What follows belongs to an exercise in optimizing a design on an open flow for small area, a short achievable clock period and few clock cycles; a production flow would make more cautious choices. RTL that was checked went through simulation tests only; none was proved equivalent to the original. Only the layout flow was run in runs 3 and 4; the RTL was not checked for function there.

===== constraint.sdc =====
create_clock -name core_clock -period 10.0 [get_ports {clk}]
set_input_delay 2.0000 -clock core_clock [delete_from_list [all_inputs] [get_ports {clk}]]
set_output_delay 2.0000 -clock core_clock [all_outputs]
set_load 0.01 [all_outputs]

===== run.sh =====
#!/bin/bash
# synth_recipe.tcl (not shown) runs the flow's synth.tcl, then flattens the netlist and writes it again
# the make line also repeats each setting of config.mk as NAME=value (left out here)
make -C /OpenROAD-flow-scripts/flow DESIGN_CONFIG=/design/flow/config.mk WORK_HOME=/design/flow/orfs CLKGATE_MAP_FILE= SYNTH_SCRIPT=/design/flow/synth_recipe.tcl finish

===== config.mk =====
export PLATFORM = sky130hd
export DESIGN_NAME = real48_divsqrt
export DESIGN_NICKNAME = real48_divsqrt
export VERILOG_FILES = /design/flow/design.v
export SDC_FILE = /design/flow/constraint.sdc
export NUM_CORES = 4
export LEC_CHECK = 0
export CAP_MARGIN = 20
export CORE_MARGIN = 2
export CORE_UTILIZATION = 40
export SETUP_SLACK_MARGIN = 3
export SLEW_MARGIN = 20

===== design.v =====
module r48_round (
    input  wire               sign,
    input  wire signed [13:0] exp,      
    input  wire        [36:0] mant,     
    input  wire               guard,
    input  wire               sticky,
    output reg         [47:0] result,
    output reg                ovf
);
    wire        round_up = guard & (sticky | mant[0]);
    wire [37:0] sum      = {1'b0, mant} + {37'd0, round_up};
    wire signed [13:0] exp_r = sum[37] ? exp + 14'sd1 : exp;
    wire [35:0] frac     = sum[37] ? 36'd0 : sum[35:0];
    wire signed [13:0] biased = exp_r + 14'sd1023;
    always @* begin
        ovf = 1'b0;
        if (exp_r < -14'sd1022) begin
            result = {sign, 47'd0};
        end else if (exp_r > 14'sd1023) begin
            result = {sign, 11'h7FF, 36'd0};
            ovf    = 1'b1;
        end else begin
            result = {sign, biased[10:0], frac};
        end
    end
endmodule
module r48_divsqrt_core #(
    parameter integer K  = 3,
    parameter integer S  = 39,
    parameter integer CW = 4
) (
    input  wire          sqrt,
    input  wire [CW-1:0] cnt,
    input  wire [S:0]    rem,
    input  wire [S-1:0]  quo,
    input  wire [36:0]   dvs,
    output wire [S:0]    rem_nx,
    output wire [S-1:0]  quo_nx,
    output wire          rem_nx_nz
);
    wire [S:0] dvs_u = {1'b0, dvs, {(S-37){1'b0}}};
    wire [S:0]   r [0:K];
    wire [S-1:0] q [0:K];
    wire         nz [1:K];
    assign r[0] = rem;
    assign q[0] = quo;
    genvar t, b;
    generate
        for (t = 0; t < K; t = t + 1) begin : g_step
            wire [S-1:0] m;
            for (b = 0; b < S; b = b + 1) begin : g_m
                if ((S - 1 - b) % K == t)
                    assign m[b] = (cnt == (S - 1 - b) / K);
                else
                    assign m[b] = 1'b0;
            end
            r48_step #(.S(S)) u_step (
                .sqrt(sqrt), .m(m), .dvs(dvs_u),
                .rem(r[t]), .quo(q[t]),
                .rem_nx(r[t+1]), .quo_nx(q[t+1]), .rem_nx_nz(nz[t+1])
            );
        end
    endgenerate
    assign rem_nx    = r[K];
    assign quo_nx    = q[K];
    assign rem_nx_nz = nz[K];
endmodule
module r48_step #(
    parameter integer S = 39
) (
    input  wire         sqrt,
    input  wire [S-1:0] m,         
    input  wire [S:0]   dvs,       
    input  wire [S:0]   rem,
    input  wire [S-1:0] quo,
    output wire [S:0]   rem_nx,
    output wire [S-1:0] quo_nx,
    output wire         rem_nx_nz  
);
    wire [S:0]   trial = sqrt ? ({quo, 1'b0} | {1'b0, m}) : dvs;
    wire [S+2:0] diff  = {1'b0, rem, 1'b0} - {2'b00, trial};
    wire         fits  = !diff[S+2];
    assign rem_nx = fits ? diff[S:0] : {rem[S-1:0], 1'b0};
    assign quo_nx = fits ? (quo | m) : quo;
    assign rem_nx_nz = fits ? ({rem, 1'b0} != {1'b0, trial})
                            : (rem[S-1:0] != {S{1'b0}});
endmodule
module real48_divsqrt (
    input  wire        clk,
    input  wire        rst,
    input  wire        in_valid,
    output wire        in_ready,
    input  wire        in_op,        
    input  wire [47:0] in_a,
    input  wire [47:0] in_b,
    output reg         out_valid,
    output wire [47:0] out_result,
    output wire        out_ovf,
    output wire        out_finv,
    output wire        out_fdz
);
    localparam integer K  = 3;           
    localparam integer S  = 39;          
    localparam integer NC = S / K;       
    localparam integer CW = 4;           
    reg          busy;                   
    reg [CW-1:0] cnt;
    wire         last = (cnt == NC - 1);
    assign in_ready = !busy || last;
    wire accept = in_valid && in_ready && !rst;
    wire        sa = in_a[47];
    wire        sb = in_b[47];
    wire [10:0] ea = in_a[46:36];
    wire [10:0] eb = in_b[46:36];
    wire        fa_nz  = (in_a[35:0] != 36'd0);
    wire        fb_nz  = (in_b[35:0] != 36'd0);
    wire        a_max  = (ea == 11'h7FF);
    wire        b_max  = (eb == 11'h7FF);
    wire        a_nan  = a_max && fa_nz;
    wire        b_nan  = b_max && fb_nz;
    wire        a_inf  = a_max && !fa_nz;
    wire        b_inf  = b_max && !fb_nz;
    wire        a_zero = (ea == 11'd0);
    wire        b_zero = (eb == 11'd0);
    wire        sq     = sa ^ sb;
    reg       spec;
    reg [1:0] spec_kind;
    reg       spec_sign, spec_fdz;
    always @* begin
        spec      = 1'b1;
        spec_kind = 2'd0;
        spec_sign = sq;
        spec_fdz  = 1'b0;
        if (!in_op) begin
            if (a_nan || b_nan || (a_zero && b_zero) || (a_inf && b_inf))
                spec_kind = 2'd2;
            else if (a_inf)  spec_kind = 2'd1;
            else if (b_inf)  spec_kind = 2'd0;
            else if (b_zero) begin spec_kind = 2'd1; spec_fdz = 1'b1; end
            else if (a_zero) spec_kind = 2'd0;
            else             spec = 1'b0;
        end else begin
            spec_sign = sa;
            if (a_nan || (sa && !a_zero)) spec_kind = 2'd2;
            else if (a_zero)              spec_kind = 2'd0;
            else if (a_inf)               spec_kind = 2'd1;
            else                          spec = 1'b0;
        end
    end
    reg       spec_q;
    reg [1:0] kind_q;
    reg       fdz_q;
    reg               op_q;
    reg               sign_q;
    reg signed [13:0] exp_q;
    reg        [S:0]  rem_q;
    reg      [S-1:0]  quo_q;
    reg       [36:0]  div_q;
    wire signed [13:0] p    = $signed({3'b000, ea}) - 14'sd1059;
    wire signed [13:0] p_ev = p - {13'd0, p[0]};
    wire        [36:0] m_a  = {1'b1, in_a[35:0]};
    wire [S:0] rem_init = (in_op && p[0]) ? ({{(S-37){1'b0}}, m_a} << (S-37))
                                          : ({{(S-37){1'b0}}, m_a} << (S-38));
    wire [S:0]   rem_nx;
    wire [S-1:0] quo_nx;
    wire         rem_nx_nz;
    r48_divsqrt_core #(.K(K), .S(S), .CW(CW)) u_core (
        .sqrt(op_q), .cnt(cnt), .rem(rem_q), .quo(quo_q), .dvs(div_q),
        .rem_nx(rem_nx), .quo_nx(quo_nx), .rem_nx_nz(rem_nx_nz)
    );
    reg               o_spec;
    reg [1:0]         o_kind;
    reg               o_fdz;
    reg               o_sign;
    reg signed [13:0] o_exp;
    reg      [S-1:0]  o_quo;
    reg               o_rem_nz;
    wire        sel = o_quo[S-1];
    wire [36:0] r_mant   = sel ? o_quo[S-1:S-37] : o_quo[S-2:S-38];
    wire        r_guard  = sel ? o_quo[S-38] : o_quo[S-39];
    wire        r_sticky = o_rem_nz | (sel & o_quo[S-39]);
    wire signed [13:0] r_exp = sel ? o_exp : o_exp - 14'sd1;
    wire [47:0] rnd_res;
    wire        rnd_ovf;
    r48_round u_round (
        .sign(o_sign), .exp(r_exp), .mant(r_mant),
        .guard(r_guard), .sticky(r_sticky),
        .result(rnd_res), .ovf(rnd_ovf)
    );
    assign out_result = !o_spec ? rnd_res :
                        (o_kind == 2'd2) ? 48'h7FF8_0000_0000 :
                        {o_sign, {11{o_kind[0]}}, 36'd0};
    assign out_ovf    = !o_spec && rnd_ovf;
    assign out_finv   = o_spec && o_kind[1];
    assign out_fdz    = o_spec && o_fdz;
    wire done = busy && last;
    always @(posedge clk) begin
        if (rst) begin
            busy      <= 1'b0;
            spec_q    <= 1'b0;
            out_valid <= 1'b0;
        end else begin
            out_valid <= done | spec_q;
            spec_q    <= accept && spec;
            if (accept && !spec) busy <= 1'b1;
            else if (last)       busy <= 1'b0;
        end
        if (done) begin
            o_spec   <= 1'b0;
            o_sign   <= sign_q;
            o_exp    <= exp_q;
            o_quo    <= quo_nx;
            o_rem_nz <= rem_nx_nz;
        end else begin
            o_spec   <= 1'b1;
            o_sign   <= sign_q;
            o_kind   <= kind_q;
            o_fdz    <= fdz_q;
        end
        if (accept) begin
            kind_q  <= spec_kind;
            fdz_q   <= spec_fdz;
            op_q    <= in_op;
            sign_q  <= in_op && !spec ? 1'b0 : spec_sign;
            exp_q   <= in_op ? 14'sd18 + (p_ev >>> 1)
                             : $signed({3'b000, ea}) - $signed({3'b000, eb});
            rem_q   <= rem_init;
            quo_q   <= {S{1'b0}};
            div_q   <= {1'b1, in_b[35:0]};
            cnt     <= {CW{1'b0}};
        end else if (busy) begin
            rem_q   <= rem_nx;
            quo_q   <= quo_nx;
            cnt     <= cnt + 1'b1;
        end
    end
endmodule

==> run summary, run 1 <==
Clock network:
- The tree is rooted in a clkbuf_16.
- The TritonCTS clock tree is done.
- The clock sink count is 198.
- The count of hold buffers inserted by post-cts repair is 0.
- The H-tree depth reported by CTS is 4.
- Clock tree synthesis inserted a total of 17 buffers.
- The register clock-pin slew on the reported worst setup and hold paths is 0.09 ns.
- The clock tree buffer depth is 2.
- At the later pin of the worst-skew pair, clock insertion delay measures 0.49 ns.

Global routing:
- For this run the aggregate overflow at the end of global routing stands at 0.
- The largest net degree at the start of global routing is 92.
- The first global-routing pass estimated 114,000 µm of wire.
- The via count of the first global-routing pass is 19.8k.
- Global routing used 29.6% of the available tracks.
- The initial antenna violation count is 1.

Cells and area:
- In the layout the commonest cells are buf_4, nand2_1, nor2_1, a21oi_1, edfxtp_1.
- The most common library cell in the layout ignoring fill and taps is buf_4.
- The final layout contains 3,117 nets.
- The finished cells cover 27,600 µm².
- The final core utilization is 56.5%.
- The repair_antennas step left the layout with diodes totalling 0.
- The post-route netlist has 26.3% of its cells at a drive strength greater than 1.
- Compared with the post-synthesis result, the final layout area differs by 39.5%.

Critical path:
- The worst setup path category is reg2reg.
- The kind of launch point of the worst setup path is a flop.
- Among all stages on the critical path, the largest delay is contributed by or4_4.
- The worst setup path is captured at a flop.
- The data arrival time of the critical path is 9.38 ns.
- In this run the register-to-register setup slack is 0.83 ns.
- Of all nets on the critical path, the largest fanout is 7.
- The source of the critical timing path is op_q.
- The worst register-to-register path begins at op_q.
- The maximum single-stage delay on the critical path is 0.54 ns.
- The cell repeated most along the worst path is buf_12.
- STA puts the critical path data required time at 10.21 ns.

Yosys:
- In the synthesized netlist the async set-or-reset flop fraction comes to 0%.
- In this run the cell area of the synthesized design comes to 19,800 µm².
- In this run the mean area of a mapped cell was 8.23 µm².
- The number of synthesized register bits is 198.
- Yosys printed 3 warnings.
- The instance count of the mapped netlist is 2,409.
- The most instantiated flip-flop cell in the synthesis netlist is edfxtp_1.
- By area the synthesized netlist is led by edfxtp_1, ha_1, xnor2_1.
- The post-synthesis net count is 2,651.
- The top cell type's share of synthesized area is 22.7%.
- Yosys mapped the design onto 94 distinct sky130hd cell types.
- Of all cell types, the one taking the most synthesized area is edfxtp_1.
- The number of flops mapped to enable cells by yosys is 150.
- Of the synthesized area, sequential elements account for 27.6%.

Timing:
- The hold slack is 0.348 ns.
- Clock skew on the completed layout was measured at 0.0198 ns.
- The final number of hold-violating endpoints is 0.
- Setup violations remaining at the end of the flow were counted as 0.
- After routing, the total negative slack on setup checks comes to 0 ns.
- The period utilization is 91.7%.
- After layout, the worst setup slack is 0.826 ns.
- Static timing analysis puts the maximum clock frequency at 109 MHz.
- Setup repair after global routing could not meet its margin everywhere.
- The worst slew slack as a fraction of its limit is 28.1%.
- The count of final max-slew check failures is 0.
- The transition at the pin with the smallest max-transition slack is 1.05 ns.
- After layout, the minimum clock period comes to 9.17 ns.

Floorplan:
- The placeable core region is 49,000 µm².
- The floorplan step defined a die boundary enclosing 51,300 µm².
- In this run the horizontal extent of the chip is 227 µm.
- From bottom edge to top edge, the die measures 227 µm.
- The starting density of the core is 40.5%.
- The row count is 81.
- The number of top-level pins is 153.

Drt:
- After detailed routing, the number of remaining DRC violations is 0.
- In the final routed layout, each cell accounts on average for 22.1 µm.
- The detailed router placed 20.6k vias in this run.
- The number of vias per cell after detailed routing is 5.81.
- For this block, the initial DRC count from the detailed router was 1,627.
- The remaining number of nets flagged by the antenna check after routing is 0.
- The count of TritonRoute iterations in the first routing pass is 6.
- Wires add up to 78,600 µm.

Flow run:
- Max-cap violations in this run came to 0.

Placed design:
- The weighted congestion at the end of routability-driven global placement is 1.00.
- The count of port buffers added during placement is 152.
- The instance area at placement is 23,800 µm².
- The placed wire-length estimate is 59,200 µm.
- The post-placement setup slack is 0.100 ns.

Min path:
- The hold path startpoint is sign_q.
- The path category of the worst min-delay check is reg2reg.

Run status:
- The run finished with no timing, DRC or antenna violations.
-- final cells by class --
type / instances / area (µm²)
Clock buffer: 19 / 464
Sequential cell: 198 / 5470
Timing Repair Buffer: 556 / 5180
Inverter: 96 / 363
Fill cell: 4473 / 21300
Clock inverter: 13 / 146
Multi-Input combinational cell: 2006 / 15200
Tap cell: 664 / 831
-- registers in the layout (all words and copies together), names as in the netlist --
name       flops
sign_q         1
o_rem_nz       1
kind_q         2
out_valid      1
div_q         36
exp_q         13
o_exp         13
cnt            4
o_fdz          1
o_sign         1
o_kind         2
o_quo         39
busy           1
op_q           1
rem_q         40
fdz_q          1
spec_q         1
o_spec         1
quo_q         39
-- critical path: cells and delay by family, from the launching register on --
kind	cells	cell delay [ns]
fa+ha+maj	3	0.83
flops	1	0.46
simple gates	15	2.68
buf+inv	9	1.37
compound gates	18	3.54
-- what timing repair did --
item,4_1_cts,5_1_grt
pin swaps,52,54
cloned,11,5
endpoints found under the setup margin,119,101
resized for setup,243,174
buffers inserted,104,34
endpoints found under the hold margin,0,0
-- cells in the mapped netlist (all sizes together), types with 23 or more instances --
master and n:
ha 139, nor3 31, nand3 84, xor2 74
xnor2 128, clkbuf 69, o211ai 26, nor2b 32
o21bai 23, o21a 23, nor4 33, buf 43
a21boi 25, inv 96, o21ai 160, a21oi 211
nand2b 32, edfxtp 150, o211a 24, mux2i 99
nor2 210, dfxtp 48, nand4 34, a21o 84
a211oi 56, and2 39, nand2 231
-- logic make-up (layout without fill, tap and decap cells) --
family / count (synthesis) / in the layout / synth area share [%]
and+or+nand+nor: 809 / 811 / 19.9
AOI/OAI and AO/OA: 730 / 731 / 24.0
buffers and inverters: 208 / 684 / 4.36
xor gates and xnor gates: 202 / 202 / 8.93
DFF: 198 / 198 / 27.6
adders and majority gates: 142 / 142 / 9.08
muxes: 120 / 120 / 6.19
-- per-layer routing --
layer	vias up	wire (µm)	part of all wire, %	global-route usage [%]
met5	-	0	0	0
met3	176	4190	5.3	3.01
li1	9802	-	-	-
met1	9930	33300	42	37.9
met4	0	4520	5.7	15.9
met2	730	36600	47	49.2
-- per-stage QoR --
| stage | std cells |
|---|---|
| floorplan | 2409 |
| global placement | 3366 |
| detailed placement | 3366 |
| CTS | 3513 |
| global route | 3552 |
| finish | 3552 |
-- worst paths after layout --
kind                             endpoint  cells after the start
worst min-delay path               o_sign                      0
worst max-delay path            rem_q[12]                     45
worst min register to register     o_sign                      0
worst max register to register  rem_q[12]                     45
Testbench counts, summed over its fixed seeds: cycles 39,852.
==> run 2, diff against run 1 <==
--- a/config.mk
+++ b/config.mk
@@ -9,4 +9,3 @@
 export CORE_MARGIN = 2
 export CORE_UTILIZATION = 40
-export SETUP_SLACK_MARGIN = 3
 export SLEW_MARGIN = 20
==> run 2 against run 1 <==
- still clean on timing, DRC and antenna
- first-iteration DRC count is 22% lower
- setup slack worse by 0.46 ns
- critical path depth is 1 higher
- core utilization is 6.9 points lower
- clock-buffer cell count is 2 lower
- final cell count is 4.6% lower
- cell area is 12% lower
- register-to-register slack worse by 0.46 ns
- global-route usage is 1.5 points lower
- critical endpoint is now rem_q[28]
- highest routed layer is now met5
==> run summary, run 2 <==
Global routing:
- The met2 layer usage reported by global route is 47.0%.
- The met1 usage is 35.8%.
- Entering global routing, the biggest net connects 69 pins.
- The global routing usage summed across all routing layers is 28.2%.
- The via count of the first global-routing pass came to 18.4k.
- met2 is the most crowded layer.
- The global-route wire length before repair is 108,000 µm.
- The initial antenna violation count came to 4.
- The global-route congestion overflow total is 0.
- For met3 alone, demand over resource in global routing was 3.16%.

Cells and area:
- Of the cells placed in the final design, the portion with a size suffix greater than 1 is 12.8%.
- Leaving out fill and tap cells, the most frequent cells in the layout are buf_4, nand2_1, nor2_1, a21oi_1, clkdlybuf4s50_1.
- The final instance area is 24,300 µm².
- The largest register by flop count is rem_q.
- The finished layout holds 3,387 standard cells, fillers aside.
- The register with the most flip-flops in the layout has 40 of them.
- The number of fill cells in the layout is 4,806.
- From synthesis to final layout, the design area changed by 22.4%.
- The largest registers in the layout are rem_q: 40 flops, o_quo: 39 flops, quo_q: 39 flops.
- The net count of the finished layout is 2,951.
- The most common library cell in the layout ignoring fill and taps is buf_4.

Clock network:
- For the worst-skew pair, the clock arrives at the later sink with an insertion delay of 0.52 ns.
- The tree is rooted in a clkbuf_16.
- In this run the number of H-tree levels came out at 4.
- CTS saw 198 sinks.
- The clock tree buffer depth is 2.
- In this run, post-CTS hold repair placed 0 buffers.
- TritonCTS built the clock tree.
- The number of buffers created by CTS is 17.
- Clock-pin slew was measured on the worst setup and hold paths at 0.10 ns.

Yosys:
- The library cell with the largest summed area after synthesis is edfxtp_1.
- Among all flip-flop cells after synthesis, the most frequent one is edfxtp_1.
- The synthesized netlist contains 94 unique library cells.
- The mapped netlist covers 19,800 µm².
- Of the synthesized area, sequential elements account for 27.6%.
- The average cell area after synthesis is 8.23 µm².
- In this run, synthesis produced a sequential element count of 198.
- After synthesis, the share of flip-flops with an asynchronous set or reset is 0%.
- In the synthesized netlist, the number of instances is 2,409.
- The share of synthesized area in the top cell type comes to 22.7%.
- By area the synthesized netlist is led by edfxtp_1, ha_1, xnor2_1.
- Counting every net in the synthesized netlist gives 2,651.
- The number of flops mapped to enable cells by yosys is 150.
- Among all cell types in the netlist, the one instantiated most often is nand2_1.
- By count the netlist is led by nand2_1, nor2_1, a21oi_1.
- The count of yosys warnings during synthesis is 3.

Timing:
- The period utilization is 96.3%.
- In the post-route analysis, the smallest setup slack over all paths is 0.368 ns.
- The highest clock rate is 104 MHz.
- The final number of hold-violating endpoints is 0.
- Clock skew on the completed layout was measured at 0.0225 ns.
- The post-layout minimum cycle time is 9.63 ns.
- For the pin with the worst max-slew slack, the measured transition is 1.16 ns.
- The count of final max-slew check failures is 0.
- Setup violations remaining at the end of the flow were counted as 0.
- The worst slew slack as a fraction of its limit is 22.1%.

Drt:
- For this block, the initial DRC count from the detailed router was 1,268.
- The number of vias per cell after detailed routing is 5.71.
- The via count is 19.3k.
- The count of TritonRoute iterations in the first routing pass is 7.
- The number of DRC violations after detailed routing is 0.
- The final routed wirelength across all metal layers is 73,200 µm.
- The remaining number of nets flagged by the antenna check after routing is 0.
- After detailed routing, the average wire length per cell comes to 21.6 µm.

Critical path:
- STA classifies the critical path endpoint as a flop.
- The data required time of the worst path is 10.25 ns.
- The number of buffers and inverters on the critical path is 11.
- The end of the worst register-to-register path is rem_q[28].
- The critical-path maximum fanout is 42.
- The critical path's top delay family is compound AO/OA/AOI/OAI gates.
- For this run, the slowest stage of the critical path takes 0.41 ns.
- The worst setup path category is reg2reg.
- The worst setup path is launched from a flop.
- In this run the register-to-register setup slack is 0.37 ns.
- The number of cells on the worst reg-to-reg path is 46.
- The standard cell with the maximum stage delay on the critical path is edfxtp_1.
- The data arrival time of the critical path is 9.88 ns.
- The startpoint of the most critical register-to-register path is op_q.

Floorplan:
- The initial utilization of the core area, before any placement, comes to 40.5%.
- In this run the vertical extent of the chip is 227 µm.
- The row count is 81.
- The placeable core region is 49,000 µm².
- The number of top-level pins is 153.
- The floorplan step defined a die boundary enclosing 51,300 µm².
- The die is 227 µm wide.

Run status:
- The run finished with no timing, DRC or antenna violations.

Min path:
- The worst hold path depth is 0.
- The path category of the worst min-delay check is reg2reg.
- The hold path startpoint is sign_q.
- The worst min-delay path endpoint is o_sign.

Placed design:
- Once placement finished, the instance area stood at 23,500 µm².
- In this run, placement finished with an instance count of 3,348.
- Routability-driven placement finished with a final weighted congestion of 0.977.
- The placed wire-length estimate is 59,900 µm.
- The post-placement setup slack is 0.191 ns.
- The count of buffers added on input and output ports is 152.

Flow run:
- Max-cap violations in this run came to 0.
## run 2: cell counts after synthesis
No cell type changed its count.
## run 2: layout make-up
class | instances | area, µm² | area share, %
flip-flops and latches | 198 | 5470 | 22.5
well taps | 664 | 831 | 3.43
clock inverters | 15 | 183 | 0.753
multi-input cells | 2003 | 13600 | 55.9
diodes | 1 | 2.50 | 0.0103
clock buffers | 17 | 425 | 1.75
inverters | 96 | 363 | 1.50
repair buffers | 393 | 3420 | 14.1
## run 2: metrics by stage
stage / hold WS [ns] / utilization, % / setup TNS [ns]
floorplan: 0.323 / - / 0
global placement: 0.333 / 48.0 / 0
detailed placement: 0.335 / 48.0 / 0
CTS: 0.356 / 49.3 / 0
global route: 0.370 / 49.5 / -0.0890
finish: 0.359 / 49.5 / 0
## run 2: cell families (layout without fill, tap and decap cells)
kind of cell / Yosys count / after routing / synth area share, %
flip-flops: 198 / 198 / 27.6
adder cells (fa/ha/maj): 142 / 142 / 9.08
buffers and inverters: 208 / 521 / 4.36
AND/OR/NAND/NOR: 809 / 809 / 19.9
AO/OA/AOI/OAI: 730 / 730 / 24.0
other: 0 / 1 / 0
multiplexers: 120 / 120 / 6.19
XOR/XNOR: 202 / 202 / 8.93
## run 2: worst reg2reg max path, delay by kind of cell (launching register included)
family	cells	cell delay (ns)
simple gates	8	1.20
buf+inv	11	2.02
flops	1	0.41
compound gates	24	4.85
fa+ha+maj	3	0.87
## run 2: how the worst max path moves through the flow
| stage | cells after the start | slack (ns) | end | from |
|---|---|---|---|---|
| detailed placement | 39 | 0.19 | rem_q[38] | cnt[3] |
| global placement | 41 | 0.37 | rem_q[38] | op_q |
| CTS | 39 | 0.17 | rem_q[38] | cnt[3] |
| global route | 45 | -0.04 | rem_q[28] | cnt[0] |
| floorplan | 48 | 0.002 | rem_q[9] | op_q |
| finish | 46 | 0.37 | rem_q[28] | op_q |
## run 2: what timing repair did
action / CTS / global route
resized for setup: 0 / 21
setup endpoints to repair: 0 / 67
buffers inserted: 0 / 5
## run 2: routing by layer
metal,part of all wire [%],up-vias
met2,47,584
met3,4.6,133
met4,5.2,2
li1,-,9487
met1,43,9131
met5,0.011,-
==> run 3, diff against run 2 <==
--- a/design.v
+++ b/design.v
@@ -27,20 +27,21 @@
 module r48_divsqrt_core #(
     parameter integer K  = 3,
-    parameter integer S  = 39,
-    parameter integer CW = 4
+    parameter integer S  = 39
 ) (
     input  wire          sqrt,
-    input  wire [CW-1:0] cnt,
+    input  wire [S/K-1:0] ph,        
     input  wire [S:0]    rem,
     input  wire [S-1:0]  quo,
-    input  wire [36:0]   dvs,
+    input  wire [S:0]    dvs,
     output wire [S:0]    rem_nx,
     output wire [S-1:0]  quo_nx,
-    output wire          rem_nx_nz
-);
-    wire [S:0] dvs_u = {1'b0, dvs, {(S-37){1'b0}}};
+    output wire          rem_nx_nz,
+    output wire [S:0]    dvs_nx
+);
     wire [S:0]   r [0:K];
     wire [S-1:0] q [0:K];
     wire         nz [1:K];
+    wire [S:0]   x [0:K];
+    assign x[0] = dvs;
     assign r[0] = rem;
     assign q[0] = quo;
@@ -49,12 +50,13 @@
         for (t = 0; t < K; t = t + 1) begin : g_step
             wire [S-1:0] m;
+            wire [S-1:0] ms = sqrt ? m : {S{1'b0}};
             for (b = 0; b < S; b = b + 1) begin : g_m
                 if ((S - 1 - b) % K == t)
-                    assign m[b] = (cnt == (S - 1 - b) / K);
+                    assign m[b] = ph[(S - 1 - b) / K];
                 else
                     assign m[b] = 1'b0;
             end
             r48_step #(.S(S)) u_step (
-                .sqrt(sqrt), .m(m), .dvs(dvs_u),
+                .m(m), .ms(ms), .dvs(x[t]), .dvs_nx(x[t+1]),
                 .rem(r[t]), .quo(q[t]),
                 .rem_nx(r[t+1]), .quo_nx(q[t+1]), .rem_nx_nz(nz[t+1])
@@ -65,10 +67,11 @@
     assign quo_nx    = q[K];
     assign rem_nx_nz = nz[K];
+    assign dvs_nx    = x[K];
 endmodule
 module r48_step #(
     parameter integer S = 39
 ) (
-    input  wire         sqrt,
     input  wire [S-1:0] m,         
+    input  wire [S-1:0] ms,        
     input  wire [S:0]   dvs,       
     input  wire [S:0]   rem,
@@ -76,11 +79,13 @@
     output wire [S:0]   rem_nx,
     output wire [S-1:0] quo_nx,
-    output wire         rem_nx_nz  
-);
-    wire [S:0]   trial = sqrt ? ({quo, 1'b0} | {1'b0, m}) : dvs;
+    output wire         rem_nx_nz,  
+    output wire [S:0]   dvs_nx
+);
+    wire [S:0]   trial = dvs | {1'b0, ms};
     wire [S+2:0] diff  = {1'b0, rem, 1'b0} - {2'b00, trial};
     wire         fits  = !diff[S+2];
     assign rem_nx = fits ? diff[S:0] : {rem[S-1:0], 1'b0};
     assign quo_nx = fits ? (quo | m) : quo;
+    assign dvs_nx = fits ? (dvs | {ms, 1'b0}) : dvs;
     assign rem_nx_nz = fits ? ({rem, 1'b0} != {1'b0, trial})
                             : (rem[S-1:0] != {S{1'b0}});
@@ -103,8 +108,7 @@
     localparam integer S  = 39;          
     localparam integer NC = S / K;       
-    localparam integer CW = 4;           
     reg          busy;                   
-    reg [CW-1:0] cnt;
-    wire         last = (cnt == NC - 1);
+    reg [NC-1:0] ph;                     
+    wire         last = ph[NC-1];
     assign in_ready = !busy || last;
     wire accept = in_valid && in_ready && !rst;
@@ -156,5 +160,5 @@
     reg        [S:0]  rem_q;
     reg      [S-1:0]  quo_q;
-    reg       [36:0]  div_q;
+    reg        [S:0]  div_q;             
     wire signed [13:0] p    = $signed({3'b000, ea}) - 14'sd1059;
     wire signed [13:0] p_ev = p - {13'd0, p[0]};
@@ -165,7 +169,8 @@
     wire [S-1:0] quo_nx;
     wire         rem_nx_nz;
-    r48_divsqrt_core #(.K(K), .S(S), .CW(CW)) u_core (
-        .sqrt(op_q), .cnt(cnt), .rem(rem_q), .quo(quo_q), .dvs(div_q),
-        .rem_nx(rem_nx), .quo_nx(quo_nx), .rem_nx_nz(rem_nx_nz)
+    wire [S:0]   dvs_nx;
+    r48_divsqrt_core #(.K(K), .S(S)) u_core (
+        .sqrt(op_q), .ph(ph), .rem(rem_q), .quo(quo_q), .dvs(div_q),
+        .rem_nx(rem_nx), .quo_nx(quo_nx), .rem_nx_nz(rem_nx_nz), .dvs_nx(dvs_nx)
     );
     reg               o_spec;
@@ -227,10 +232,11 @@
             rem_q   <= rem_init;
             quo_q   <= {S{1'b0}};
-            div_q   <= {1'b1, in_b[35:0]};
-            cnt     <= {CW{1'b0}};
+            div_q   <= in_op ? {(S+1){1'b0}} : {1'b0, 1'b1, in_b[35:0], {(S-37){1'b0}}};
+            ph      <= {{(NC-1){1'b0}}, 1'b1};
         end else if (busy) begin
             rem_q   <= rem_nx;
             quo_q   <= quo_nx;
-            cnt     <= cnt + 1'b1;
+            div_q   <= dvs_nx;
+            ph      <= {ph[NC-2:0], 1'b0};
         end
     end
==> run 3 against run 2 <==
- critical path depth decreased by 9
- setup slack got worse by 0.054 ns
- via count increased by 4.3%
- clock-buffer cell count grew 16
- critical path type unchanged
==> run summary, run 3 <==
Critical path:
- In this run the number of cells on the critical path is 37.
- The endpoint type of the worst setup path is a flop.
- The worst register-to-register path has a setup slack of 0.31 ns.
- The critical-path maximum fanout is 32.
- The number of buffer and inverter instances along the worst setup path is 5.
- Data arrives at the worst endpoint at 10.01 ns.
- The maximum single-stage delay on the critical path is 0.57 ns.
- The data required time of the worst path is 10.32 ns.
- The number of cells on the worst reg-to-reg path is 37.
- In this run the critical register-to-register path is captured at rem_q[8].
- Among all stages on the critical path, the largest delay is contributed by or4_1.
- The startpoint of the most critical register-to-register path is op_q.
- The critical path's top delay family is simple AND/OR/NAND/NOR gates.
- The setup path with the least slack is of type reg2reg.
- The critical path endpoint is rem_q[8].
- STA classifies the critical path startpoint as a flop.
- In this run the worst setup path begins at op_q.

Floorplan:
- The starting density of the core is 40.4%.
- The die extent in x is 229 µm.
- The row count is 82.
- The vertical die dimension is 229 µm.
- The die area is 52,200 µm².
- After floorplanning, the core was sized to cover 50,000 µm².
- The number of top-level pins is 153.

Global routing:
- The most heavily used metal layer in global routing is met2.
- The met1 usage is 36.6%.
- After global routing the overflow that remains totals 0.
- The global routing usage summed across all routing layers is 27.2%.
- The global-route track usage on met3 is 3.85%.
- In the global route stage, met2 resource usage came out at 44.2%.
- The global-route wire length before repair is 112,000 µm.
- The initial antenna violation count is 1.
- The largest net degree at the start of global routing is 119.
- The via count of the first global-routing pass is 19.1k.

Yosys:
- The synthesized design contains 153 enable-type register cells.
- The sequential fraction of the synthesis area is 28.4%.
- The share of synthesized area in the top cell type comes to 22.8%.
- Among all cell types in the netlist, the one instantiated most often is nor2_1.
- Ranked by total cell area, the synthesized netlist is headed by edfxtp_1, ha_1, a21oi_1.
- The instance count of the mapped netlist is 2,514.
- During synthesis, Yosys emitted a total of 3 warnings.
- The average cell area after synthesis is 8.02 µm².
- Counting flops and latches in the post-synthesis netlist gives 210.
- In this run, distinct cell masters in the synthesized netlist total 90.
- The cell area that synthesis handed to floorplanning was 20,200 µm².
- Synthesis produced a netlist with a net count of 2,741.
- The share of synthesized flip-flops with an asynchronous set or reset is 0%.
- edfxtp_1 takes more of the synthesized area than any other cell.
- The most instantiated flip-flop cell in the synthesis netlist is edfxtp_1.
- In the synthesized netlist, the cells that appear most often are nor2_1, a21oi_1, nand2_1.

Placed design:
- The count of port buffers added during placement is 152.
- The weighted congestion at the end of routability-driven global placement is 0.978.
- After legalization and detailed placement, the total HPWL measured 57,000 µm.

Drt:
- Summed over all layers, the routed wires come to 74,100 µm.
- The number of vias per cell after detailed routing is 6.01.
- The detailed router placed 20.2k vias in this run.
- The remaining number of nets flagged by the antenna check after routing is 0.
- In the routed design, unresolved DRC markers number 0.
- The first-iteration detailed-routing DRC count is 1,801.
- In the final routed layout, each cell accounts on average for 22.1 µm.
- The count of TritonRoute iterations in the first routing pass is 6.

Timing:
- The transition at the pin with the smallest max-transition slack is 1.24 ns.
- Setup violations remaining at the end of the flow were counted as 0.
- The worst slew slack as a fraction of its limit is 16.4%.
- The maximum clock skew at final layout is 0.0239 ns.
- Setup repair after global routing could not meet its margin everywhere.
- Subtracting the final worst setup slack from the clock period gives 9.69 ns.
- After layout, the worst path uses 96.9% of the clock period.
- The count of final max-slew check failures was 0.
- The final number of hold-violating endpoints is 0.
- The highest clock rate is 103 MHz.

Cells and area:
- The final core utilization is 48.0%.
- Relative to the synthesized area, the layout overhead comes to 18.8%.
- The largest register by flop count is rem_q.
- The antenna diode instance count is 0.
- The number of fill cells in the layout is 4,974.
- Leaving out fill and tap cells, the most frequent cell in the layout is nor2_1.
- The net count of the finished layout is 2,892.
- The share of layout cells above drive strength 1 is 9.65%.
- The register with the most flip-flops in the layout has 40 of them.
- Leaving out fill and tap cells, the most frequent cells in the layout are nor2_1, nand2_1, a21oi_1, edfxtp_1, clkdlybuf4s50_1.

Run status:
- The flow ran to the end and the layout has no timing, DRC or antenna violations.

Clock network:
- Clock tree synthesis selected as its root buffer the cell clkbuf_16.
- The register clock-pin slew on the reported worst setup and hold paths is 0.06 ns.
- The worst-skew pair later-pin latency is 0.57 ns.
- The clock sink count is 210.
- The H-tree depth reported by CTS is 1.
- No sink is reached through more buffers than the 3 on the longest clock path.
- The count of hold buffers inserted by post-cts repair is 0.
- The number of clock buffers added by TritonCTS is 26.
- TritonCTS built the clock tree.

Flow run:
- Max-cap violations in this run came to 0.

Min path:
- In this run the worst hold path is classified as reg2reg.
==> run 3: cell types whose count changed after synthesis, moves of 28 or more <==
cell / change
a31oi_1: +79
nor2_1: +46
mux2i_1: -42
clkbuf_1: +36
o21ai_0: -36
nor3_1: +28
==> run 3: cell type report <==
class | count | area (µm²) | area share [%]
repair buffers | 260 | 2450 | 10.2
clock inverters | 14 | 101 | 0.423
multi-input cells | 2051 | 13700 | 57.2
inverters | 116 | 437 | 1.82
flip-flops and latches | 210 | 5740 | 23.9
clock buffers | 33 | 698 | 2.91
well taps | 672 | 841 | 3.51
==> run 3: cells by family after synthesis <==
group / count (synthesis) / share of synthesized area [%]
AND/OR/NAND/NOR: 864 / 20.6
AO/OA/AOI/OAI: 779 / 25.2
multiplexers: 82 / 4.23
flip-flops: 210 / 28.4
buffers and inverters: 253 / 4.86
XOR/XNOR: 190 / 8.25
adder cells (fa/ha/maj): 136 / 8.40
==> run 3: how the worst min path moves through the flow <==
stage | cells after the start | slack [ns] | to | startpoint
2_1_floorplan | 0 | 0.32 | o_sign | sign_q
3_3_place_gp | 0 | 0.34 | o_sign | sign_q
3_5_place_dp | 0 | 0.34 | o_sign | sign_q
4_1_cts | 0 | 0.35 | o_sign | sign_q
5_1_grt | 0 | 0.37 | o_sign | sign_q
6_report | 0 | 0.35 | o_sign | sign_q
==> run 3: layer usage <==
metal / wire [µm] / part of all wire, %
met1: 32700 / 44
met3: 5310 / 7.2
met2: 33200 / 45
met4: 2900 / 3.9
met5: 12 / 0.016
==> run 3: repair_timing <==
action | in CTS | in global routing
pin swaps | 0 | 17
gates cloned | 0 | 1
gates resized for setup | 7 | 51
setup buffers | 0 | 11
endpoints found under the setup margin | 90 | 92
==> run 3: worst reg2reg max path, delay by kind of cell, from the launching register on <==
kind                       cells  cell delay [ns]
DFF                            1             0.50
adders and majority gates      3             1.06
and+or+nand+nor               16             4.00
muxes                          2             0.41
AOI/OAI and AO/OA             11             2.79
buffers and inverters          5             0.70
==> run 3: stage by stage <==
stage	area, µm²	TNS, ns	worst slack, ns	std cells	hold slack [ns]
floorplan	20200	0	0.0124	2514	0.323
global route	24000	-0.220	-0.0515	3356	0.370
detailed placement	22800	-11.80	-0.258	3297	0.344
finish	24000	0	0.314	3356	0.349
global placement	22800	0	0.0240	3297	0.336
CTS	23700	0	0.00991	3344	0.353
==> run 4, diff against run 3 <==
--- a/design.v
+++ b/design.v
@@ -29,6 +29,6 @@
     parameter integer S  = 39
 ) (
-    input  wire          sqrt,
     input  wire [S/K-1:0] ph,        
+    input  wire [S/K-1:0] phs,       
     input  wire [S:0]    rem,
     input  wire [S-1:0]  quo,
@@ -36,9 +36,11 @@
     output wire [S:0]    rem_nx,
     output wire [S-1:0]  quo_nx,
-    output wire          rem_nx_nz,
+    output wire          rem_eq,     
+    output wire          rem_nz,     
     output wire [S:0]    dvs_nx
 );
     wire [S:0]   r [0:K];
     wire [S-1:0] q [0:K];
+    wire         eq [1:K];
     wire         nz [1:K];
     wire [S:0]   x [0:K];
@@ -50,5 +52,5 @@
         for (t = 0; t < K; t = t + 1) begin : g_step
             wire [S-1:0] m;
-            wire [S-1:0] ms = sqrt ? m : {S{1'b0}};
+            wire [S-1:0] ms;
             for (b = 0; b < S; b = b + 1) begin : g_m
                 if ((S - 1 - b) % K == t)
@@ -56,9 +58,13 @@
                 else
                     assign m[b] = 1'b0;
+                if ((S - 1 - b) % K == t)
+                    assign ms[b] = phs[(S - 1 - b) / K];
+                else
+                    assign ms[b] = 1'b0;
             end
             r48_step #(.S(S)) u_step (
                 .m(m), .ms(ms), .dvs(x[t]), .dvs_nx(x[t+1]),
                 .rem(r[t]), .quo(q[t]),
-                .rem_nx(r[t+1]), .quo_nx(q[t+1]), .rem_nx_nz(nz[t+1])
+                .rem_nx(r[t+1]), .quo_nx(q[t+1]), .rem_eq(eq[t+1]), .rem_nz(nz[t+1])
             );
         end
@@ -66,5 +72,6 @@
     assign rem_nx    = r[K];
     assign quo_nx    = q[K];
-    assign rem_nx_nz = nz[K];
+    assign rem_eq    = eq[K];
+    assign rem_nz    = nz[K];
     assign dvs_nx    = x[K];
 endmodule
@@ -79,5 +86,6 @@
     output wire [S:0]   rem_nx,
     output wire [S-1:0] quo_nx,
-    output wire         rem_nx_nz,  
+    output wire         rem_eq,    
+    output wire         rem_nz,    
     output wire [S:0]   dvs_nx
 );
@@ -87,7 +95,7 @@
     assign rem_nx = fits ? diff[S:0] : {rem[S-1:0], 1'b0};
     assign quo_nx = fits ? (quo | m) : quo;
-    assign dvs_nx = fits ? (dvs | {ms, 1'b0}) : dvs;
-    assign rem_nx_nz = fits ? ({rem, 1'b0} != {1'b0, trial})
-                            : (rem[S-1:0] != {S{1'b0}});
+    assign dvs_nx = dvs | ({ms, 1'b0} & {(S+1){fits}});
+    assign rem_eq = ({rem, 1'b0} == {1'b0, trial});
+    assign rem_nz = (rem != {(S+1){1'b0}});
 endmodule
 module real48_divsqrt (
@@ -110,4 +118,5 @@
     reg          busy;                   
     reg [NC-1:0] ph;                     
+    reg [NC-1:0] phs;                    
     wire         last = ph[NC-1];
     assign in_ready = !busy || last;
@@ -168,9 +177,9 @@
     wire [S:0]   rem_nx;
     wire [S-1:0] quo_nx;
-    wire         rem_nx_nz;
+    wire         rem_eq, rem_nz;
     wire [S:0]   dvs_nx;
     r48_divsqrt_core #(.K(K), .S(S)) u_core (
-        .sqrt(op_q), .ph(ph), .rem(rem_q), .quo(quo_q), .dvs(div_q),
-        .rem_nx(rem_nx), .quo_nx(quo_nx), .rem_nx_nz(rem_nx_nz), .dvs_nx(dvs_nx)
+        .ph(ph), .phs(phs), .rem(rem_q), .quo(quo_q), .dvs(div_q),
+        .rem_nx(rem_nx), .quo_nx(quo_nx), .rem_eq(rem_eq), .rem_nz(rem_nz), .dvs_nx(dvs_nx)
     );
     reg               o_spec;
@@ -180,9 +189,9 @@
     reg signed [13:0] o_exp;
     reg      [S-1:0]  o_quo;
-    reg               o_rem_nz;
+    reg               o_rem_eq, o_rem_nz;
     wire        sel = o_quo[S-1];
     wire [36:0] r_mant   = sel ? o_quo[S-1:S-37] : o_quo[S-2:S-38];
     wire        r_guard  = sel ? o_quo[S-38] : o_quo[S-39];
-    wire        r_sticky = o_rem_nz | (sel & o_quo[S-39]);
+    wire        r_sticky = (o_quo[0] ? !o_rem_eq : o_rem_nz) | (sel & o_quo[S-39]);
     wire signed [13:0] r_exp = sel ? o_exp : o_exp - 14'sd1;
     wire [47:0] rnd_res;
@@ -216,5 +225,6 @@
             o_exp    <= exp_q;
             o_quo    <= quo_nx;
-            o_rem_nz <= rem_nx_nz;
+            o_rem_eq <= rem_eq;
+            o_rem_nz <= rem_nz;
         end else begin
             o_spec   <= 1'b1;
@@ -234,4 +244,5 @@
             div_q   <= in_op ? {(S+1){1'b0}} : {1'b0, 1'b1, in_b[35:0], {(S-37){1'b0}}};
             ph      <= {{(NC-1){1'b0}}, 1'b1};
+            phs     <= {{(NC-1){1'b0}}, in_op};
         end else if (busy) begin
             rem_q   <= rem_nx;
@@ -239,4 +250,5 @@
             div_q   <= dvs_nx;
             ph      <= {ph[NC-2:0], 1'b0};
+            phs     <= {phs[NC-2:0], 1'b0};
         end
     end
==> run 4 against run 3 <==
- largest cell class unchanged
- critical path type unchanged
- cell area rose by 1.5%
- still clean
- setup slack improved by 0.26 ns
- first-iteration DRC count fell by 4.6%
- flip-flop and latch count rose by 13
- sequential share of layout area rose by 0.76 points
- synthesized cell count rose by 2.2%
==> run summary, run 4 <==
Timing:
- For the pin with the worst max-slew slack, the measured transition is 1.04 ns.
- The count of final max-slew check failures is 0.
- The final number of hold-violating endpoints is 0.
- The count of endpoints failing setup in the final report is 0.
- Headroom to the max-slew limit came out at 30.2%.
- Based on the critical path, the design can be clocked at up to 106 MHz.
- Of the available clock period, the critical path in the final layout requires 94.2%.
- Clock skew on the completed layout was measured at 0.0244 ns.
- The post-layout minimum cycle time is 9.42 ns.
- Across all setup checks in the final design, the least slack found is 0.578 ns.

Yosys:
- The cell count after synthesis came out at 2,569.
- Counting every net in the synthesized netlist gives 2,802.
- The sequential fraction of the synthesis area is 29.3%.
- The average cell area after synthesis is 7.97 µm².
- By area the synthesized netlist is led by edfxtp_1, ha_1, dfxtp_1.
- The number of distinct library cell variants in the gate-level netlist after synthesis is 99.
- The share of synthesized area in the top cell type comes to 22.6%.
- Among all cell types in the netlist, the one instantiated most often is nand2_1.
- The most instantiated flip-flop cell in the synthesis netlist is edfxtp_1.
- Of all cell types, the one taking the most synthesized area is edfxtp_1.
- After synthesis the netlist holds a flip-flop and latch count of 223.
- The number of flops mapped to enable cells by yosys is 154.
- After synthesis the cells add up to 20,500 µm².
- Of all flip-flops after synthesis, the portion carrying an async set or reset was 0%.
- Sorting the synthesized cells by how often they occur yields nand2_1, a21oi_1, nor2_1.
- The count of yosys warnings during synthesis is 3.

Placed design:
- At the placement stage, the worst setup path has a slack of 0.267 ns.
- The placed wire-length estimate is 54,900 µm.
- The count of buffers added on input and output ports is 152.
- Routability-driven placement finished with a final weighted congestion of 0.970.

Global routing:
- The global routing usage summed across all routing layers is 26.1%.
- The first global-routing pass estimated 110,000 µm of wire.
- Entering global routing, the biggest net connects 73 pins.
- The via count of the first global-routing pass came to 19.5k.
- After global routing the overflow that remains totals 0.
- The initial antenna violation count is 1.

Clock network:
- The number of buffers created by CTS is 27.
- The clock tree buffer depth is 3.
- The clock tree root driver cell is clkbuf_16.
- The register clock-pin slew on the reported worst setup and hold paths is 0.06 ns.
- TritonCTS built the clock tree.
- The H-tree depth reported by CTS is 1.
- Hold repair after CTS inserted 0 buffers.
- The tree built by TritonCTS fans out to 223 sinks.
- The clock reaches the later pin of the worst-skew pair after 0.58 ns.

Critical path:
- The data arrival time of the critical path is 9.71 ns.
- Setup slack on the worst reg-to-reg path comes out at 0.58 ns.
- The endpoint type of the worst setup path is a flop.
- The critical path is of the reg2reg type.
- The critical path endpoint is rem_q[13].
- The worst setup path is launched from a flop.
- The critical path starts at phs[9].
- At the worst endpoint, the required time is 10.29 ns.
- The standard cell with the maximum stage delay on the critical path is a2111oi_2.
- The maximum single-stage delay on the critical path is 0.52 ns.
- The critical-path maximum fanout is 23.
- In this run the critical register-to-register path is captured at rem_q[13].
- The startpoint of the most critical register-to-register path is phs[9].
- Counting cells, the worst reg-to-reg path comes to 41.

Floorplan:
- The row count is 82.
- For this configuration, the core starts out at a cell density of 40.7%.
- The placeable core region is 50,400 µm².
- The die area is 53,000 µm².
- From bottom edge to top edge, the die measures 230 µm.
- The number of top-level pins is 153.
- The die extent in x is 230 µm.

Drt:
- In the final routed layout, each cell accounts on average for 20.9 µm.
- The first detailed-routing pass ran for 5 iterations.
- The number of vias per cell after detailed routing is 5.88.
- The final routed wirelength across all metal layers is 71,500 µm.
- The number of DRC violations after detailed routing is 0.
- The first-iteration detailed-routing DRC count is 1,719.
- The detailed router placed 20.1k vias in this run.
- The remaining number of nets flagged by the antenna check after routing is 0.

Cells and area:
- In the final design database the tool counted 2,968 nets.
- Leaving out fill and tap cells, the most frequent cells in the layout are nand2_1, a21oi_1, nor2_1, edfxtp_1, clkdlybuf4s50_1.
- Cells with a size suffix above 1 make up 9.18% of the layout.
- Counting the fill cells in the layout gives 4,955.
- The largest register by flop count is rem_q.
- The number of flip-flops under the largest register name is 40.
- The library cell used most frequently in the layout, excluding fill and tap cells, is nand2_1.
- The area growth from synthesis to layout is 18.7%.
- 0 antenna diodes ended up in the layout.

Min path:
- The worst hold path depth is 0.
- The path category of the worst min-delay check is reg2reg.

Run status:
- The run finished with no timing, DRC or antenna violations.

Flow run:
- The number of max-cap violations is 0.
[run 4: cell types whose count changed in the layout (fill, tap and decap cells not counted), moves of 14 or more]
cell,delta
nand2_1,+42
buf_4,+24
a31oi_1,-19
a22o_1,+35
o21ai_0,+24
nor2b_1,+24
mux2_2,-14
a21oi_1,+40
mux2i_1,-26
[run 4: per-stage QoR]
| stage | instances | hold slack (ns) | utilization (%) | TNS, ns | instance area (µm²) |
|---|---|---|---|---|---|
| detailed placement | 3368 | 0.352 | 46.1 | 0 | 23200 |
| global route | 3427 | 0.371 | 48.3 | -0.158 | 24300 |
| floorplan | 2569 | 0.323 | - | 0 | 20500 |
| global placement | 3368 | 0.332 | 46.1 | 0 | 23200 |
| CTS | 3417 | 0.363 | 47.9 | 0 | 24100 |
| finish | 3427 | 0.353 | 48.3 | 0 | 24300 |
[run 4: how the worst min path moves through the flow]
| stage | startpoint | slack [ns] | end |
|---|---|---|---|
| after detailed placement | sign_q | 0.35 | o_sign |
| after floorplan | sign_q | 0.32 | o_sign |
| after global routing | sign_q | 0.37 | o_sign |
| after global placement | sign_q | 0.33 | o_sign |
| after CTS | sign_q | 0.36 | o_sign |
| final | sign_q | 0.35 | o_sign |
[run 4: logic make-up after synthesis]
logic type,Yosys count,synth area share (%)
and+or+nand+nor,901,21.0
buffers and inverters,256,4.99
xor gates and xnor gates,195,8.34
AOI/OAI and AO/OA,820,26.0
DFF,223,29.3
adders and majority gates,134,8.29
muxes,40,2.02
[run 4: per-layer routing]
metal	track usage [%]	vias up	routed length, µm
met4	8.31	2	2260
met2	44.0	645	32800
li1	-	9747	-
met1	34.9	9612	32200
met3	2.79	137	4180
met5	0	-	13
[run 4: critical path, delay by kind of cell (launching register included)]
| kind | cells | cell delay [ns] |
|---|---|---|
| fa+ha+maj | 3 | 1.06 |
| compound gates | 21 | 5.07 |
| simple gates | 11 | 1.33 |
| xor+xnor | 1 | 0.13 |
| buf+inv | 5 | 1.02 |
| flops | 1 | 0.48 |
[run 4: repair_timing]
action,CTS,global route
resized for setup,0,17
setup endpoints to repair,0,79
setup buffers,0,8
[run 4: final cells by class]
class / count / area (µm²) / share of cell area, %
Multi-Input combinational cell: 2090 / 13600 / 55.7
Sequential cell: 223 / 6010 / 24.7
Timing Repair Buffer: 281 / 2590 / 10.6
Tap cell: 672 / 841 / 3.46
Clock buffer: 29 / 683 / 2.81
Inverter: 112 / 424 / 1.74
Clock inverter: 20 / 226 / 0.931
==> run 5, diff against run 4 <==
--- a/design.v
+++ b/design.v
@@ -164,5 +164,4 @@
     reg [1:0] kind_q;
     reg       fdz_q;
-    reg               op_q;
     reg               sign_q;
     reg signed [13:0] exp_q;
@@ -220,24 +219,20 @@
             else if (last)       busy <= 1'b0;
         end
-        if (done) begin
-            o_spec   <= 1'b0;
-            o_sign   <= sign_q;
-            o_exp    <= exp_q;
-            o_quo    <= quo_nx;
-            o_rem_eq <= rem_eq;
-            o_rem_nz <= rem_nz;
-        end else begin
-            o_spec   <= 1'b1;
-            o_sign   <= sign_q;
-            o_kind   <= kind_q;
-            o_fdz    <= fdz_q;
-        end
+        o_spec   <= !done;
+        o_sign   <= sign_q;
+        o_kind   <= kind_q;
+        o_fdz    <= fdz_q;
+        o_exp    <= exp_q;
+        o_quo    <= quo_nx;
+        o_rem_eq <= rem_eq;
+        o_rem_nz <= rem_nz;
         if (accept) begin
             kind_q  <= spec_kind;
             fdz_q   <= spec_fdz;
-            op_q    <= in_op;
             sign_q  <= in_op && !spec ? 1'b0 : spec_sign;
             exp_q   <= in_op ? 14'sd18 + (p_ev >>> 1)
                              : $signed({3'b000, ea}) - $signed({3'b000, eb});
+        end
+        if (accept) begin
             rem_q   <= rem_init;
             quo_q   <= {S{1'b0}};
@@ -245,5 +240,5 @@
             ph      <= {{(NC-1){1'b0}}, 1'b1};
             phs     <= {{(NC-1){1'b0}}, in_op};
-        end else if (busy) begin
+        end else begin
             rem_q   <= rem_nx;
             quo_q   <= quo_nx;
==> run 5 against run 4 <==
- maximum frequency is 0.38% higher
- synthesized cell count is 5.4% lower
- clock skew fell by 0.00055 ns
- final cell count decreased by 6.8%
- cell area shrank 11%
- synthesized area decreased by 10%
- critical endpoint is now rem_q[39]
- largest cell class unchanged
- highest routed layer unchanged
==> run summary, run 5 <==
Yosys:
- The average cell area after synthesis is 7.55 µm².
- Sequential elements use 25.3% of the synthesized area.
- The largest total area in the synthesized netlist belongs to dfxtp_1.
- Synthesis instantiated 92 different standard cells from the library.
- After synthesis, the cell types taking the most area are dfxtp_1, ha_1, nand2_1.
- When the netlist entered floorplanning its net count stood at 2,664.
- The share of synthesized flip-flops with an asynchronous set or reset is 0%.
- The most instantiated flip-flop cell in the synthesis netlist is dfxtp_1.
- The synthesized design contains 223 register bits.
- After synthesis, the most frequently instantiated cells are nand2_1, dfxtp_1, nor2_1.
- Counting flops with a built-in enable in the synthesized netlist gives 17.
- The count of yosys warnings during synthesis is 3.
- The instance count of the mapped netlist is 2,431.
- The most frequent cell after synthesis is nand2_1.
- The cell area that synthesis handed to floorplanning was 18,300 µm².
- The top cell type's share of synthesized area is 22.5%.

Floorplan:
- During I/O placement, the number of pins put on the boundary was 153.
- The die covers 47,600 µm².
- The total area inside the core boundary comes to 45,300 µm².
- The starting density of the core is 40.5%.
- The die is 218 µm wide.
- The row count is 78.
- The vertical die dimension is 218 µm.

Timing:
- The final setup TNS is 0 ns.
- The post-layout minimum cycle time is 9.39 ns.
- Clock skew on the completed layout was measured at 0.0239 ns.
- The period utilization is 93.9%.
- Setup violations remaining at the end of the flow were counted as 0.
- The final number of hold-violating endpoints is 0.
- Measured against its own limit, the worst slew margin works out to 27.3%.
- The setup slack of the critical path after layout is 0.613 ns.
- The count of final max-slew check failures is 0.
- The highest clock rate is 107 MHz.
- At the pin with the least slew margin, the transition time is 1.09 ns.

Critical path:
- The number of cells on the worst reg-to-reg path is 39.
- The worst register-to-register path begins at phs[9].
- The data arrival time of the critical path is 9.82 ns.
- The setup path with the least slack is of type reg2reg.
- At the worst endpoint, the required time is 10.43 ns.
- Along the worst path, the maximum fanout reaches 9.
- STA classifies the critical path endpoint as a flop.
- The end of the worst register-to-register path is rem_q[39].
- The maximum single-stage delay on the critical path is 0.51 ns.
- The flop-to-flop setup slack is 0.61 ns.
- The standard cell with the maximum stage delay on the critical path is fa_1.
- The kind of launch point of the worst setup path is a flop.

Placed design:
- The post-placement setup slack is 0.503 ns.
- The weighted congestion at the end of routability-driven global placement is 0.980.
- The placed cell count is 3,142.
- The placed wire-length estimate is 50,600 µm.
- Buffers placed on the I/O ports in this run total 152.

Cells and area:
- The area growth from synthesis to layout is 18.3%.
- Cells fill 47.9% of the core in the end.
- The register with the most flip-flops in the layout has 40 of them.
- The register with the most flip-flops in the final layout is rem_q.
- In the layout the commonest cells are nand2_1, dfxtp_1, nor2_1, a21oi_1, o21ai_0.
- The net count of the finished layout is 2,807.
- The share of layout cells above drive strength 1 is 6.94%.
- The library cell used most frequently in the layout, excluding fill and tap cells, is nand2_1.
- The number of fill cells in the layout is 4,540.
- The finished layout holds 3,193 standard cells, fillers aside.

Drt:
- The number of vias per cell after detailed routing is 5.72.
- The detailed router finished its first iteration with 1,440 violations.
- The remaining number of nets flagged by the antenna check after routing is 0.
- The count of TritonRoute iterations in the first routing pass is 6.
- The number of DRC violations after detailed routing is 0.
- The via count is 18.3k.
- The final routed wirelength across all metal layers is 63,500 µm.
- In the final routed layout, each cell accounts on average for 19.9 µm.

Run status:
- The run finished with no timing, DRC or antenna violations.

Min path:
- The worst min-delay path endpoint is o_kind[1].
- The worst hold path begins at kind_q[1].
- The path category of the worst min-delay check is reg2reg.
- The worst hold path depth is 0.

Global routing:
- The via count of the first global-routing pass is 17.5k.
- Entering global routing, the biggest net connects 81 pins.
- Summed over all layers, the global routing overflow is 0.
- The global routing usage summed across all routing layers is 26.1%.
- The first global-routing pass estimated 97,800 µm of wire.
- The initial antenna violation count is 2.

Clock network:
- The clock sink count is 223.
- TritonCTS built the clock tree.
- Counting along the longest clock path gives a buffer depth of 3.
- CTS built an H-tree with a depth of 1.
- The register clock-pin slew on the reported worst setup and hold paths is 0.06 ns.
- The count of hold buffers inserted by post-cts repair is 0.
- The worst-skew pair later-pin latency is 0.55 ns.
- The number of buffers created by CTS is 25.
- Clock tree synthesis selected as its root buffer the cell clkbuf_16.

Flow run:
- The tool flagged a number of max-cap violations equal to 0.
run 5: final cells by class:
class	count	area (µm²)	share of cell area, %
sequential	223	4640	21.4
tap	600	751	3.46
multi-input combinational	1986	12900	59.6
clock buffer	33	707	3.26
clock inverter	12	129	0.594
inverter	113	427	1.97
antenna	1	2.50	0.0115
timing repair buffer	225	2110	9.72
run 5: cells by family after synthesis:
family,share of synthesized area [%]
buffers and inverters,4.71
adders and majority gates,9.42
AOI/OAI and AO/OA,25.1
muxes,2.16
DFF,25.3
and+or+nand+nor,24.2
xor gates and xnor gates,9.21
run 5: worst max-delay path by stage:
stage	from	endpoint	cells past startpoint
2_1_floorplan	phs[8]	rem_q[35]	44
3_5_place_dp	phs[12]	rem_q[2]	44
4_1_cts	phs[12]	rem_q[2]	44
3_3_place_gp	phs[12]	rem_q[38]	43
5_1_grt	phs[12]	rem_q[2]	44
6_report	phs[9]	rem_q[39]	39
run 5: critical path: cells and delay by family, from the launching register on:
kind / cells / cell delay [ns]
AOI/OAI and AO/OA: 22 / 5.20
adders and majority gates: 4 / 1.52
DFF: 1 / 0.39
xor gates and xnor gates: 1 / 0.13
and+or+nand+nor: 7 / 1.27
buffers and inverters: 5 / 0.72
run 5: metrics by stage:
step / hold slack, ns / area [µm²]
2_1_floorplan: 0.323 / 18300
3_3_place_gp: 0.325 / 20700
3_5_place_dp: 0.327 / 20700
4_1_cts: 0.343 / 21600
5_1_grt: 0.349 / 21700
6_report: 0.340 / 21700
run 5: routing by layer:
| metal | global-route usage [%] | up-vias | part of all wire, % |
|---|---|---|---|
| met3 | 2.07 | 136 | 4.6 |
| met2 | 44.1 | 569 | 46 |
| met1 | 34.3 | 8596 | 45 |
| met4 | 10.4 | 2 | 4.2 |
| li1 | - | 8958 | - |
| met5 | 0 | - | 0.019 |
run 5: what timing repair did:
item / CTS / global route
gates resized for setup: 0 / 25
buffers inserted: 0 / 5
setup endpoints to repair: 0 / 79
Testbench counts of run 5, summed over its fixed seeds: cycles 39,852.

## what the ideal ports hide
In the flow no input, the clock included, has a driving cell. The finished layouts below were timed again as built, in two steps. Step 1, drivers: a clkbuf_16 drives clk and a buf_2 each remaining input, both assumed. Step 2 times the ports against the registers' clock, not the clock port: input delays grow and output delays shrink by t, the midpoint of the rising clock arrivals with the driver on. Three values: ideal, step 1, step 2; two values: the first two.
| run | t, ns | setup slack, ns | hold WS [ns] | slew at the worst register clock pin (ns) | pins driven straight from the clock port |
|---|---|---|---|---|---|
| run 1 | 0.536 | 0.826 / 0.826 / 0.826 | 0.348 / 0.348 / 0.348 | 0.09 / 0.09 | 1 |
| run 2 | 0.562 | 0.368 / 0.368 / 0.368 | 0.359 / 0.359 / 0.359 | 0.10 / 0.10 | 1 |
| run 3 | 0.613 | 0.314 / 0.314 / 0.314 | 0.349 / 0.349 / 0.349 | 0.07 / 0.07 | 1 |
| run 4 | 0.623 | 0.578 / 0.535 / 0.578 | 0.353 / 0.353 / 0.353 | 0.07 / 0.07 | 1 |
| run 5 | 0.598 | 0.613 / 0.613 / 0.613 | 0.340 / 0.340 / 0.340 | 0.07 / 0.07 | 1 |
After both steps setup and hold are still met in every run listed.
